This is an optimization exercise on Yosys and OpenROAD, whose aim is small area, a short achievable clock period and few clock cycles per item, not a production implementation. In this exercise RTL edits were held to simulation tests only and were not proved equivalent to the original.

## red
// symcode_dec
module symcode_dec (
    input  wire         clk,
    input  wire         rst,
    input  wire         in_valid,
    output wire         in_ready,
    input  wire [639:0] in_word,
    input  wire         in_erase,
    input  wire [3:0]   in_erase_dev,
    output wire         out_valid,
    output wire [511:0] out_data,
    output wire [1:0]   out_status,
    output wire [4:0]   out_nerr
);
Size in the first run: ~35,000 cells after synthesis, roughly 300,000 sq um of cells after synthesis.
==> flow/config.mk <==
export PLATFORM = sky130hd
export DESIGN_NAME = symcode_dec
export DESIGN_NICKNAME = symcode_dec
export VERILOG_FILES = /design/flow/design.v
export SDC_FILE = /design/flow/constraint.sdc
export NUM_CORES = 8
export LEC_CHECK = 0
export CAP_MARGIN = 30
export CORE_MARGIN = 2
export CORE_UTILIZATION = 45
export PLACE_DENSITY = 0.6
export SLEW_MARGIN = 20
==> flow/constraint.sdc <==
create_clock -name core_clock -period 20.0 [get_ports {clk}]
set_input_delay 4.0000 -clock core_clock [delete_from_list [all_inputs] [get_ports {clk}]]
set_output_delay 4.0000 -clock core_clock [all_outputs]
set_load 0.01 [all_outputs]
standard.sh (not shown) runs the stock make flow with config.mk's settings and CLKGATE_MAP_FILE= SYNTH_SCRIPT=/design/flow/synth_recipe.tcl, a recipe that flattens the netlist after the stock synthesis.
==> flow/flow/run.sh <==
#!/bin/bash
# Layout flow: the standard ORFS flow (standard.sh, unchanged synthesis,
# floorplan, placement, CTS, routing), with three changes to how the layout
# is optimised: timing repair is asked to leave SETUP_SLACK_MARGIN ns of
# setup slack, so that the layout is optimised for a shorter achieved period
# than the 20 ns clock requires; the buffer that every input and output port
# gets is a sky130_fd_sc_hd__buf_1; and antenna repair after detailed routing
# may take up to 10 rounds instead of 5. The full make output goes to
# flow_make.log in this folder.
set -euo pipefail
bash standard.sh SETUP_SLACK_MARGIN=14 MAX_REPAIR_ANTENNAS_ITER_DRT=10 \
    "BUFFER_PORTS_ARGS=-buffer_cell sky130_fd_sc_hd__buf_1" finish > flow_make.log 2>&1
Testbench counts of red, summed over its fixed seeds: cycles 21,167, words 2,400.
Input-level comparison between blue and red:
==> flow/flow/run.sh <==
#!/bin/bash
# Layout flow: the standard ORFS flow (standard.sh, unchanged synthesis,
# floorplan, placement, CTS, routing), with two changes to how the layout is
# optimised: timing repair is asked to leave SETUP_SLACK_MARGIN ns of setup
# slack, so that the layout is optimised for a shorter achieved period than
# the 20 ns clock requires, and the buffer that every input and output port
# gets is a sky130_fd_sc_hd__buf_1. The full make output goes to
# flow_make.log in this folder.
set -euo pipefail
bash standard.sh SETUP_SLACK_MARGIN=14 \
    "BUFFER_PORTS_ARGS=-buffer_cell sky130_fd_sc_hd__buf_1" finish > flow_make.log 2>&1
Results
From red to blue the numbers moved as follows: non-clock buffer count essentially unchanged; fraction of area in registers held; fraction of area in multi-input gates did not really move. Design area of blue is on par with red. Status blue: flow complete, layout not clean - antenna rules. Post-route non-filler standard cell count essentially unchanged between red and blue. Re total global routing track utilization: no difference whatsoever between red and blue.
Relative to blue, the following input files were edited for green:
--- a/flow/flow/run.sh
+++ b/flow/flow/run.sh
@@ -6,2 +6,2 @@
-# the 20 ns clock requires, and the buffer that every input and output port
-# gets is a sky130_fd_sc_hd__buf_1. The full make output goes to
+# the 20 ns clock requires, and antenna repair after detailed routing may
+# take up to 10 rounds instead of 5. The full make output goes to
@@ -10,2 +10 @@
-bash standard.sh SETUP_SLACK_MARGIN=14 \
-    "BUFFER_PORTS_ARGS=-buffer_cell sky130_fd_sc_hd__buf_1" finish > flow_make.log 2>&1
+bash standard.sh SETUP_SLACK_MARGIN=14 MAX_REPAIR_ANTENNAS_ITER_DRT=10 finish > flow_make.log 2>&1
Results
- green ends up with a register fraction of the total cell area that is 0.52 points lower than in blue.
- Delta (green minus blue): cell area up about 2%, fraction of final layout cells sized beyond drive strength 1 essentially unchanged.
- The flow did not stop early for green: all stages ran, and the layout cleared the timing, DRC and antenna checks.
- Ratio of final minimum period to clock period (green over blue): increase, 1.5 points
- The core of green is more densely filled than that of blue.
- Launch point of the critical path = g_bu[1].b_del[1]$_DFF_P_: blue; launch point of the critical path = a_word[45]$_DFFE_PP_: green
- On global-route usage, blue and green are basically level.
- Between green and blue, the sum of routed wire length over all layers figures differ only marginally.
- green vs. blue: portion of the layout cell area used by non-clock buffers now sits higher, wire length of the first global-routing pass now sits at about the same level.

symcode_dec, a different RTL version from the one above (not shown whole).
For scale: about 35000 cells after synthesis, roughly 4100 flip-flops, about 1200 I/O pins, roughly 0.30 mm2 of cells after synthesis.
==> flow/config.mk <==
export PLATFORM = sky130hd
export DESIGN_NAME = symcode_dec
export DESIGN_NICKNAME = symcode_dec
export VERILOG_FILES = /design/flow/design.v
export SDC_FILE = /design/flow/constraint.sdc
export NUM_CORES = 8
export LEC_CHECK = 0
export CAP_MARGIN = 30
export CORE_MARGIN = 2
export CORE_UTILIZATION = 60
export PLACE_DENSITY = 0.72
export SLEW_MARGIN = 20
==> flow/constraint.sdc <==
create_clock -name core_clock -period 20.0 [get_ports {clk}]
set_input_delay 4.0000 -clock core_clock [delete_from_list [all_inputs] [get_ports {clk}]]
set_output_delay 4.0000 -clock core_clock [all_outputs]
set_load 0.01 [all_outputs]
==> flow/flow/run.sh <==
#!/bin/bash
# Layout flow: the standard ORFS flow (standard.sh, unchanged synthesis,
# floorplan, placement, CTS, routing), with two changes to how the layout is
# optimised: timing repair is asked to leave SETUP_SLACK_MARGIN ns of setup
# slack, so that the layout is optimised for a shorter achieved period than
# the 20 ns clock requires, and the buffer that every input and output port
# gets is a sky130_fd_sc_hd__buf_1. The full make output goes to
# flow_make.log in this folder.
set -euo pipefail
bash standard.sh SETUP_SLACK_MARGIN=14 \
    "BUFFER_PORTS_ARGS=-buffer_cell sky130_fd_sc_hd__buf_1" finish > flow_make.log 2>&1
The first run did not get past 5_1_grt (GRT-0232).
Testbench counts at the start, summed over its fixed seeds: cycles 21,460, words 2,400.
Change:
==> flow/flow/run.sh (replaced) <==
#!/bin/bash
# Layout flow: the standard ORFS flow (standard.sh, unchanged synthesis,
# floorplan, placement, CTS, routing), with timing repair asked to leave
# SETUP_SLACK_MARGIN ns of setup slack, so that the layout is optimised for
# a shorter achieved period than the 20 ns clock requires. The full make
# output goes to flow_make.log in this folder.
set -euo pipefail
bash standard.sh SETUP_SLACK_MARGIN=14 finish > flow_make.log 2>&1
- CORE_UTILIZATION: 60 -> 45
- PLACE_DENSITY: 0.72 -> 0.6
Result: The changed run ran to the end with no violations; synthesized area stays the same; synthesized cell count does not change.
Change:
==> flow/flow/run.sh (replaced) <==
#!/bin/bash
# Layout flow: the standard ORFS flow (standard.sh, unchanged synthesis,
# floorplan, placement, CTS, routing), with two changes to how the layout is
# optimised: timing repair is asked to leave SETUP_SLACK_MARGIN ns of setup
# slack, so that the layout is optimised for a shorter achieved period than
# the 20 ns clock requires, and the buffer that every input and output port
# gets is a sky130_fd_sc_hd__buf_1. The full make output goes to
# flow_make.log in this folder.
set -euo pipefail
bash standard.sh SETUP_SLACK_MARGIN=14 \
    "BUFFER_PORTS_ARGS=-buffer_cell sky130_fd_sc_hd__buf_1" finish > flow_make.log 2>&1
Effect: Now the flow finished but failed the layout checks on antenna violations; non-clock buffer count increases by 16; clock-buffer cell count goes down by 6; cell count stays flat; final area is lower by 1.8%; via count hardly moves; synthesized cell count does not change; wire length goes up by 0.72%; synthesized area is unchanged.

[separate check: timing with driven ports]
In the flow no input, the clock included, has a driving cell. The finished layouts below were timed again as built, in two steps.
Step 1: set_driving_cell puts a clkbuf_16 on clk and a buf_2 on each other input, an assumption about the parent block.
Step 2 adds t to the input delays and takes it off the output delays; t is the mean of the earliest and latest rising clock arrival at the registers after step 1. Input paths then give back, and output paths get back, about the clock's delay inside the block.
Three values: ideal ports, drivers, drivers and shift; two values: the first two.
run | t, ns | setup slack, ns | hold slack, ns | worst data-port slew with drivers (ns)
red | 1.265 | 13.801 / 13.791 / 13.801 | 0.322 / 0.322 / 0.322 | 0.31
blue | 1.265 | 13.801 / 13.790 / 13.801 | 0.322 / 0.322 / 0.322 | 0.31
green | 1.279 | 13.504 / 13.504 / 13.502 | 0.345 / 0.345 / 0.345 | 0.34
the second run of note 2 | 1.268 | 13.931 / 13.837 / 13.931 | 0.342 / 0.342 / 0.342 | 0.28
the third run of note 2 | 1.289 | 13.525 / 13.525 / 13.525 | 0.339 / 0.339 / 0.339 | 0.26
For green, which loses most, drivers alone change the setup slack by 0.000 ns; drivers and shift together by -0.002 ns.
